What follows belongs to an exercise in optimizing a design on an open flow for small area; a production flow would make more cautious choices.
RTL that was checked went through simulation tests only; none was proved equivalent to the original.
No driver is modelled on the clock port, so clocking that relies on it looks cheaper here than on a real chip.
Power figures rest on the tool's default switching activity, not on a simulated workload.

== v31 ==
Design lath_rx, start of the top module:
module lath_rx (
    input  wire        clk,
    input  wire        rst,           
    input  wire        in_valid,
    input  wire [9:0]  in_sym,        
    output reg         locked,
    output reg         code_err,      
    output reg         fold,          
    output reg         fold_det,      
    output reg         fr_sof,        
    output reg         fr_valid,      
    output wire [7:0]  fr_data,
    output reg         fr_end,        
    output reg  [1:0]  fr_status,     
    output reg         mk_valid,      
    output reg         mk_err,        
    output reg  [7:0]  mk_id,
    output reg  [23:0] mk_lead,
    output reg         mk_origin
);
Size in the first run: roughly 65 I/O pins, roughly 6100 sq um of cells after synthesis.
export LEC_CHECK = 0
export CAP_MARGIN = 20
export CORE_MARGIN = 2
export CORE_UTILIZATION = 40
export SLEW_MARGIN = 20
create_clock -name core_clock -period 25.0 [get_ports {clk}]
standard.sh (not shown) runs the stock make flow with config.mk's settings and CLKGATE_MAP_FILE= SYNTH_SCRIPT=/design/flow/synth_recipe.tcl, a recipe that flattens the netlist after the stock synthesis.
==> flow/flow/run.sh <==
#!/bin/bash
# Own layout flow: the standard synthesis, then an area-oriented re-mapping of
# the combinational logic only (registers, their names and cell types are kept
# exactly as the standard synthesis made them), then the standard layout steps
# with smaller port buffers.
set -euo pipefail
W=$PWD
R=$W/orfs/results/$FLOW_PLATFORM/lath_rx/base
LIB=$FLOW_HOME/platforms/$FLOW_PLATFORM/lib/sky130_fd_sc_hd__tt_025C_1v80.lib
YOSYS=${YOSYS_EXE:-$FLOW_HOME/../tools/install/yosys/bin/yosys}

# 1. standard synthesis, unchanged
bash standard.sh synth > $W/flow_synth_std.log 2>&1
cp $R/1_2_yosys.v $W/std_1_2_yosys.v

# 2. re-map the combinational cells for area
DU=""
for c in $(sed -n '/^export DONT_USE_CELLS/,/^#/p' $FLOW_HOME/platforms/$FLOW_PLATFORM/config.mk | tr -d '\\' | grep -o 'sky130_fd_sc_hd__[a-z0-9_]*'); do
  DU="$DU -dont_use $c"
done
cat > $W/resyn.ys <<EOF
read_liberty -ignore_miss_func $LIB
read_verilog $W/std_1_2_yosys.v
hierarchy -top $FLOW_TOP
blackbox sky130_fd_sc_hd__*df* sky130_fd_sc_hd__*dl* sky130_fd_sc_hd__conb_1
flatten
rename -hide w:*.*
opt_clean -purge
abc -liberty $LIB $DU -script $W/flow/area.abc
opt_clean -purge
hilomap -singleton -hicell sky130_fd_sc_hd__conb_1 HI -locell sky130_fd_sc_hd__conb_1 LO
insbuf -buf sky130_fd_sc_hd__buf_1 A X
opt_clean -purge
tee -o $W/resyn_stat.txt stat -liberty $LIB
write_verilog -noattr -noexpr -nohex -nodec $R/1_2_yosys.v
EOF
$YOSYS -s $W/resyn.ys > $W/flow_resyn.log 2>&1
rm -f $R/1_synth.odb $R/1_synth.sdc

# 3. the standard layout steps on the re-mapped netlist
bash standard.sh "BUFFER_PORTS_ARGS=-buffer_cell sky130_fd_sc_hd__buf_1" "CTS_ARGS=-sink_clustering_enable -repair_clock_nets -dont_use_dummy_load -buf_list sky130_fd_sc_hd__clkbuf_8" finish > $W/flow_finish.log 2>&1
==> flow/flow/area.abc <==
strash
dch
amap
v31 completed; timing, DRC and antenna clean
[inputs] v11 vs v31
--- a/flow/flow/run.sh
+++ b/flow/flow/run.sh
@@ -39,3 +39,3 @@
 
 # 3. the standard layout steps on the re-mapped netlist
-bash standard.sh "BUFFER_PORTS_ARGS=-buffer_cell sky130_fd_sc_hd__buf_1" "CTS_ARGS=-sink_clustering_enable -repair_clock_nets -dont_use_dummy_load -buf_list sky130_fd_sc_hd__clkbuf_8" finish > $W/flow_finish.log 2>&1
+bash standard.sh "BUFFER_PORTS_ARGS=-buffer_cell sky130_fd_sc_hd__buf_1" "CTS_ARGS=-sink_clustering_enable -repair_clock_nets -dont_use_dummy_load -sink_clustering_size 30 -sink_clustering_max_diameter 100 -sink_clustering_levels 1 -buf_list sky130_fd_sc_hd__clkbuf_4 sky130_fd_sc_hd__clkbuf_8 -root_buf sky130_fd_sc_hd__clkbuf_8 -tree_buf sky130_fd_sc_hd__clkbuf_8" finish > $W/flow_finish.log 2>&1
Findings:
v11 | ERROR | clock tree synthesis
As far as mean post-synth cell area goes, v11 and v31 are indistinguishable; the numbers are identical.
As far as standard-cell row count goes, v31 and v11 are indistinguishable; the numbers are identical.
Going from v31 to v11, net count after synthesis closely matched the old numbers, placed instance area closely matched the old numbers.
Re count of input and output buffers: no difference whatsoever between v31 and v11.
v31 → v11: synthesized instance count held steady, final RePlAce weighted congestion level, placed wire-length estimate after detailed placement closely matched the old numbers, post-synth design cell area was more or less identical.
Reported for v11 and v31, floorplan die width turned out identical to the last digit.
The total I/O pin count of v31 and that of v11 are within noise of each other.
No functional check of the RTL was part of any run of this note.

========
Setup of harbor:
lath_rx, a different RTL version from the one above (not shown whole).
Size in the first run: ~740 cells after synthesis, ~65 I/O pins.
clock: 25.0 ns
lec_check: 0
cap_margin: 20
core_margin: 2
core_utilization: 75
gpl_timing_driven: 0
slew_margin: 20
==> flow/flow/run.sh <==
#!/bin/bash
# Own layout flow: the standard synthesis, then an area-oriented re-mapping of
# the combinational logic only (registers, their names and cell types are kept
# exactly as the standard synthesis made them), then the standard layout steps
# with smaller port buffers.
set -euo pipefail
W=$PWD
R=$W/orfs/results/$FLOW_PLATFORM/lath_rx/base
LIB=$FLOW_HOME/platforms/$FLOW_PLATFORM/lib/sky130_fd_sc_hd__tt_025C_1v80.lib
YOSYS=${YOSYS_EXE:-$FLOW_HOME/../tools/install/yosys/bin/yosys}

# 1. standard synthesis, unchanged
bash standard.sh synth > $W/flow_synth_std.log 2>&1
cp $R/1_2_yosys.v $W/std_1_2_yosys.v

# 2. re-map the combinational cells for area
DU=""
for c in $(sed -n '/^export DONT_USE_CELLS/,/^#/p' $FLOW_HOME/platforms/$FLOW_PLATFORM/config.mk | tr -d '\\' | grep -o 'sky130_fd_sc_hd__[a-z0-9_]*'); do
  DU="$DU -dont_use $c"
done
cat > $W/resyn.ys <<EOF
read_liberty -ignore_miss_func $LIB
read_verilog $W/std_1_2_yosys.v
hierarchy -top $FLOW_TOP
blackbox sky130_fd_sc_hd__*df* sky130_fd_sc_hd__*dl* sky130_fd_sc_hd__conb_1
flatten
rename -hide w:*.*
opt_clean -purge
abc -liberty $LIB $DU -script $W/flow/area.abc
opt_clean -purge
hilomap -singleton -hicell sky130_fd_sc_hd__conb_1 HI -locell sky130_fd_sc_hd__conb_1 LO
insbuf -buf sky130_fd_sc_hd__buf_1 A X
opt_clean -purge
tee -o $W/resyn_stat.txt stat -liberty $LIB
write_verilog -noattr -noexpr -nohex -nodec $R/1_2_yosys.v
EOF
$YOSYS -s $W/resyn.ys > $W/flow_resyn.log 2>&1
rm -f $R/1_synth.odb $R/1_synth.sdc

# 3. the standard layout steps on the re-mapped netlist, with buf_1 port
#    buffers and, before CTS, the flip-flops split by placement into groups of
#    about 16, each clocked by its own clkbuf_8 (flow/prects.tcl); CTS then
#    only buffers the clock net from the port to those group buffers
export PRE_CTS_TCL=$W/flow/prects.tcl
export CLK_GROUP=16
export CLK_GROUP_BUF=sky130_fd_sc_hd__clkbuf_8
bash standard.sh "BUFFER_PORTS_ARGS=-buffer_cell sky130_fd_sc_hd__buf_1" \
  "CTS_ARGS=-clk_nets clk -repair_clock_nets -dont_use_dummy_load -buf_list sky130_fd_sc_hd__clkbuf_4" \
  finish > $W/flow_finish.log 2>&1
==> flow/flow/area.abc <==
strash
&get -n
&deepsyn -T 240
&put
dch -f
amap
strash
dch -f
amap
==> flow/flow/prects.tcl <==
# Manual clock clustering before CTS: the flip-flops are split by placement
# into groups of about CLK_GROUP (k-means on their locations), and each group
# gets one clock buffer at its centroid, fed from the clock net. CTS then only
# has the group buffers as sinks of the clock net.
set group_size [expr {[info exists ::env(CLK_GROUP)] ? $::env(CLK_GROUP) : 30}]
set clk_buf [expr {[info exists ::env(CLK_GROUP_BUF)] ? $::env(CLK_GROUP_BUF) : "sky130_fd_sc_hd__clkbuf_8"}]
set block [ord::get_db_block]
set db [ord::get_db]
set cnet [$block findNet clk]
set master [$db findMaster $clk_buf]
set sinks {}
foreach it [$cnet getITerms] {
  set inst [$it getInst]
  set bb [$inst getBBox]
  lappend sinks [list $it [expr {([$bb xMin] + [$bb xMax]) / 2.0}] [expr {([$bb yMin] + [$bb yMax]) / 2.0}]]
}
set n [llength $sinks]
set k [expr {int(ceil(double($n) / $group_size))}]
set cap [expr {int(ceil(double($n) / $k))}]
puts "manual clock groups: $n sinks in $k groups"
# k-means, seeded by sorting on x+y
set sorted [lsort -real -index 1 $sinks]
set cx {}; set cy {}
for {set c 0} {$c < $k} {incr c} {
  set s [lindex $sorted [expr {int(($c + 0.5) * $n / $k)}]]
  lappend cx [lindex $s 1]; lappend cy [lindex $s 2]
}
for {set iter 0} {$iter < 50} {incr iter} {
  # assign nearest-first, at most cap sinks per group
  set pairs {}
  for {set i 0} {$i < $n} {incr i} {
    set s [lindex $sinks $i]
    for {set c 0} {$c < $k} {incr c} {
      lappend pairs [list [expr {abs([lindex $s 1] - [lindex $cx $c]) + abs([lindex $s 2] - [lindex $cy $c])}] $i $c]
    }
  }
  set assign [lrepeat $n -1]
  set fill [lrepeat $k 0]
  foreach p [lsort -real -index 0 $pairs] {
    lassign $p d i c
    if {[lindex $assign $i] < 0 && [lindex $fill $c] < $cap} {
      lset assign $i $c
      lset fill $c [expr {[lindex $fill $c] + 1}]
    }
  }
  set sx [lrepeat $k 0.0]; set sy [lrepeat $k 0.0]; set sn [lrepeat $k 0]
  foreach s $sinks a $assign {
    lset sx $a [expr {[lindex $sx $a] + [lindex $s 1]}]
    lset sy $a [expr {[lindex $sy $a] + [lindex $s 2]}]
    lset sn $a [expr {[lindex $sn $a] + 1}]
  }
  for {set c 0} {$c < $k} {incr c} {
    if {[lindex $sn $c] > 0} {
      lset cx $c [expr {[lindex $sx $c] / [lindex $sn $c]}]
      lset cy $c [expr {[lindex $sy $c] / [lindex $sn $c]}]
    }
  }
}
for {set c 0} {$c < $k} {incr c} {
  set gnet [odb::dbNet_create $block "clknet_grp_$c"]
  $gnet setSigType CLOCK
  set inst [odb::dbInst_create $block $master "clkbuf_grp_$c"]
  $inst setLocation [expr {int([lindex $cx $c])}] [expr {int([lindex $cy $c])}]
  $inst setPlacementStatus PLACED
  [$inst findITerm A] connect $cnet
  [$inst findITerm X] connect $gnet
}
foreach s $sinks a $assign {
  set it [lindex $s 0]
  $it disconnect
  $it connect [$block findNet "clknet_grp_$a"]
}
puts "group sizes: [lsort -integer $sn]"
harbor: no failed stages, no open violations at the end
### harbor -> juniper
==> flow/flow/area.abc <==
strash
&get -n
&deepsyn -T 900
&put
dch -f
amap
strash
dch -f
amap
Findings:
Worst hold slack was higher in the run labelled harbor.
juniper has number of buffer and inverter stages on the critical path below what harbor had.
Diff harbor -> juniper | pin slew with the least headroom to its limit | increase of 92 ps
When juniper is set beside harbor, its minimum setup slack in the final design turns out to be 1030 ps larger.
--- input diff juniper..amber ---
# juniper
export LEC_CHECK = 0
export CAP_MARGIN = 20
export CORE_MARGIN = 2
export CORE_UTILIZATION = 75
export GPL_TIMING_DRIVEN = 0
export SLEW_MARGIN = 20
create_clock -name core_clock -period 25.0 [get_ports {clk}]
# amber
export LEC_CHECK = 0
export CAP_MARGIN = 20
export CORE_MARGIN = 2
export CORE_UTILIZATION = 65
export GPL_TIMING_DRIVEN = 0
export SLEW_MARGIN = 20
create_clock -name core_clock -period 25.0 [get_ports {clk}]
==> flow/flow/area.abc <==
strash
&get -n
&deepsyn -T 240
&put
dch -f
amap
strash
dch -f
amap
### Flow results
Delta (amber minus juniper): routed length on met1 rose 210 um; synthesized cell area ~0 delta; global-route usage now sits lower; power up 0.74%.
### amber -> pepper
# amber
export LEC_CHECK = 0
export CAP_MARGIN = 20
export CORE_MARGIN = 2
export CORE_UTILIZATION = 65
export GPL_TIMING_DRIVEN = 0
export SLEW_MARGIN = 20
create_clock -name core_clock -period 25.0 [get_ports {clk}]
# pepper
export LEC_CHECK = 0
export CAP_MARGIN = 20
export CORE_MARGIN = 2
export CORE_UTILIZATION = 75
export GPL_TIMING_DRIVEN = 0
export SLEW_MARGIN = 20
create_clock -name core_clock -period 25.0 [get_ports {clk}]
diff --git a/flow/flow/run.sh b/flow/flow/run.sh
--- a/flow/flow/run.sh
+++ b/flow/flow/run.sh
@@ -42,2 +42,2 @@
-#    about 16, each clocked by its own clkbuf_8 (flow/prects.tcl); CTS then
-#    only buffers the clock net from the port to those group buffers
+#    about 16, each clocked by its own clkbuf_8, all fed by one root clkbuf_8
+#    on the clock port (flow/prects.tcl); CTS then has nothing left to build
@@ -46,0 +47 @@
+export CLK_ROOT_BUF=sky130_fd_sc_hd__clkbuf_8
diff --git a/flow/flow/prects.tcl b/flow/flow/prects.tcl
--- a/flow/flow/prects.tcl
+++ b/flow/flow/prects.tcl
@@ -2,3 +2,4 @@
-# into groups of about CLK_GROUP (k-means on their locations), and each group
-# gets one clock buffer at its centroid, fed from the clock net. CTS then only
-# has the group buffers as sinks of the clock net.
+# into groups of about CLK_GROUP (k-means on their locations, at most an even
+# share per group), and each group gets one clock buffer at its centroid. With
+# CLK_ROOT_BUF set, one root buffer between the clock port and the group
+# buffers drives them all, and CTS then finds nothing left to build.
@@ -73,0 +75,19 @@
+# one root buffer between the clock port and the group buffers
+if {[info exists ::env(CLK_ROOT_BUF)]} {
+  set rmaster [$db findMaster $::env(CLK_ROOT_BUF)]
+  set rnet [odb::dbNet_create $block "clknet_grp_root"]
+  $rnet setSigType CLOCK
+  set rinst [odb::dbInst_create $block $rmaster "clkbuf_grp_root"]
+  set sx 0.0; set sy 0.0
+  for {set c 0} {$c < $k} {incr c} { set sx [expr {$sx + [lindex $cx $c]}]; set sy [expr {$sy + [lindex $cy $c]}] }
+  $rinst setLocation [expr {int($sx / $k)}] [expr {int($sy / $k)}]
+  $rinst setPlacementStatus PLACED
+  for {set c 0} {$c < $k} {incr c} {
+    set it [[$block findInst "clkbuf_grp_$c"] findITerm A]
+    $it disconnect
+    $it connect $rnet
+  }
+  [$rinst findITerm A] connect $cnet
+  [$rinst findITerm X] connect $rnet
+}
+set_propagated_clock [all_clocks]
### Flow results
Taking amber as the reference, in pepper via count increased by about 5.4% relative to the old numbers; final area decreased by 0.36% relative to the old numbers. Final standard cell utilization of the core: lower on amber.
Modified inputs, ember compared to pepper
# pepper
export LEC_CHECK = 0
export CAP_MARGIN = 20
export CORE_MARGIN = 2
export CORE_UTILIZATION = 75
export GPL_TIMING_DRIVEN = 0
export SLEW_MARGIN = 20
create_clock -name core_clock -period 25.0 [get_ports {clk}]
# ember
export LEC_CHECK = 0
export CAP_MARGIN = 20
export CORE_MARGIN = 2
export CORE_UTILIZATION = 65
export GPL_TIMING_DRIVEN = 0
export SLEW_MARGIN = 20
create_clock -name core_clock -period 25.0 [get_ports {clk}]
diff --git a/flow/flow/run.sh b/flow/flow/run.sh
--- a/flow/flow/run.sh
+++ b/flow/flow/run.sh
@@ -42,2 +42,2 @@
-#    about 16, each clocked by its own clkbuf_8, all fed by one root clkbuf_8
-#    on the clock port (flow/prects.tcl); CTS then has nothing left to build
+#    about 16, each clocked by its own clkbuf_8 (flow/prects.tcl); CTS then
+#    only buffers the clock net from the port to those group buffers
@@ -47 +46,0 @@
-export CLK_ROOT_BUF=sky130_fd_sc_hd__clkbuf_8
==> flow/flow/area.abc <==
strash
&get -n
&deepsyn -T 900
&put
dch -f
amap
strash
dch -f
amap
diff --git a/flow/flow/prects.tcl b/flow/flow/prects.tcl
--- a/flow/flow/prects.tcl
+++ b/flow/flow/prects.tcl
@@ -2,4 +2,3 @@
-# into groups of about CLK_GROUP (k-means on their locations, at most an even
-# share per group), and each group gets one clock buffer at its centroid. With
-# CLK_ROOT_BUF set, one root buffer between the clock port and the group
-# buffers drives them all, and CTS then finds nothing left to build.
+# into groups of about CLK_GROUP (k-means on their locations), and each group
+# gets one clock buffer at its centroid, fed from the clock net. CTS then only
+# has the group buffers as sinks of the clock net.
@@ -75,19 +73,0 @@
-# one root buffer between the clock port and the group buffers
-if {[info exists ::env(CLK_ROOT_BUF)]} {
-  set rmaster [$db findMaster $::env(CLK_ROOT_BUF)]
-  set rnet [odb::dbNet_create $block "clknet_grp_root"]
-  $rnet setSigType CLOCK
-  set rinst [odb::dbInst_create $block $rmaster "clkbuf_grp_root"]
-  set sx 0.0; set sy 0.0
-  for {set c 0} {$c < $k} {incr c} { set sx [expr {$sx + [lindex $cx $c]}]; set sy [expr {$sy + [lindex $cy $c]}] }
-  $rinst setLocation [expr {int($sx / $k)}] [expr {int($sy / $k)}]
-  $rinst setPlacementStatus PLACED
-  for {set c 0} {$c < $k} {incr c} {
-    set it [[$block findInst "clkbuf_grp_$c"] findITerm A]
-    $it disconnect
-    $it connect $rnet
-  }
-  [$rinst findITerm A] connect $cnet
-  [$rinst findITerm X] connect $rnet
-}
-set_propagated_clock [all_clocks]
Notes after the runs:
Compared to pepper, ember has final critical path time including I/O delays and setup 1130 ps lower. Critical-path maximum fanout delta for ember relative to pepper: 11 higher. Comparing ember and pepper, part of the total power dissipated in combinational logic is higher on pepper. Against pepper as the reference, ember delivers a lower arrival time of the worst setup path. Higher total half-perimeter wirelength after legalization and detailed placement was reported by ember, not pepper. Delta (ember minus pepper): data required time at the worst endpoint moved up, post-route standard cell area excluding fillers increased by 0.56% relative to the old numbers.

==> re-timing with driven ports <==
No port has a modelled driver above. Below, the same layouts with a new extraction and two added sets of constraints.
Step 1 (the two cells are an assumption about what drives the block):
set clk [get_ports {clk}]
set_driving_cell -lib_cell sky130_fd_sc_hd__clkbuf_16 $clk
set_driving_cell -lib_cell sky130_fd_sc_hd__buf_2 [delete_from_list [all_inputs] $clk]
Step 2 also shifts input and output timing later by t, the mid clock arrival at the registers, as if the neighbouring blocks saw the same clock.
Slacks: no drivers / after step 1 / after step 2; pairs: no drivers / after step 1.
| run | shift t [ns] | setup WS [ns] | hold WS [ns] |
|---|---|---|---|
| v31 | 0.467 | 14.555 / 14.570 / 14.103 | 0.464 / 0.464 / 0.464 |
| harbor | 0.516 | 13.540 / 13.548 / 13.032 | 0.510 / 0.510 / 0.510 |
| juniper | 0.524 | 14.571 / 14.573 / 14.049 | 0.465 / 0.465 / 0.465 |
| amber | 0.538 | 13.636 / 13.646 / 13.108 | 0.503 / 0.503 / 0.503 |
| pepper | 0.412 | 13.428 / 13.441 / 13.029 | 0.508 / 0.508 / 0.508 |
| ember | 0.520 | 14.554 / 14.554 / 14.034 | 0.483 / 0.483 / 0.483 |
After both steps setup and hold are still met in every run listed. For amber, which loses most, drivers alone change the setup slack by +0.010 ns; drivers and shift together by -0.528 ns.
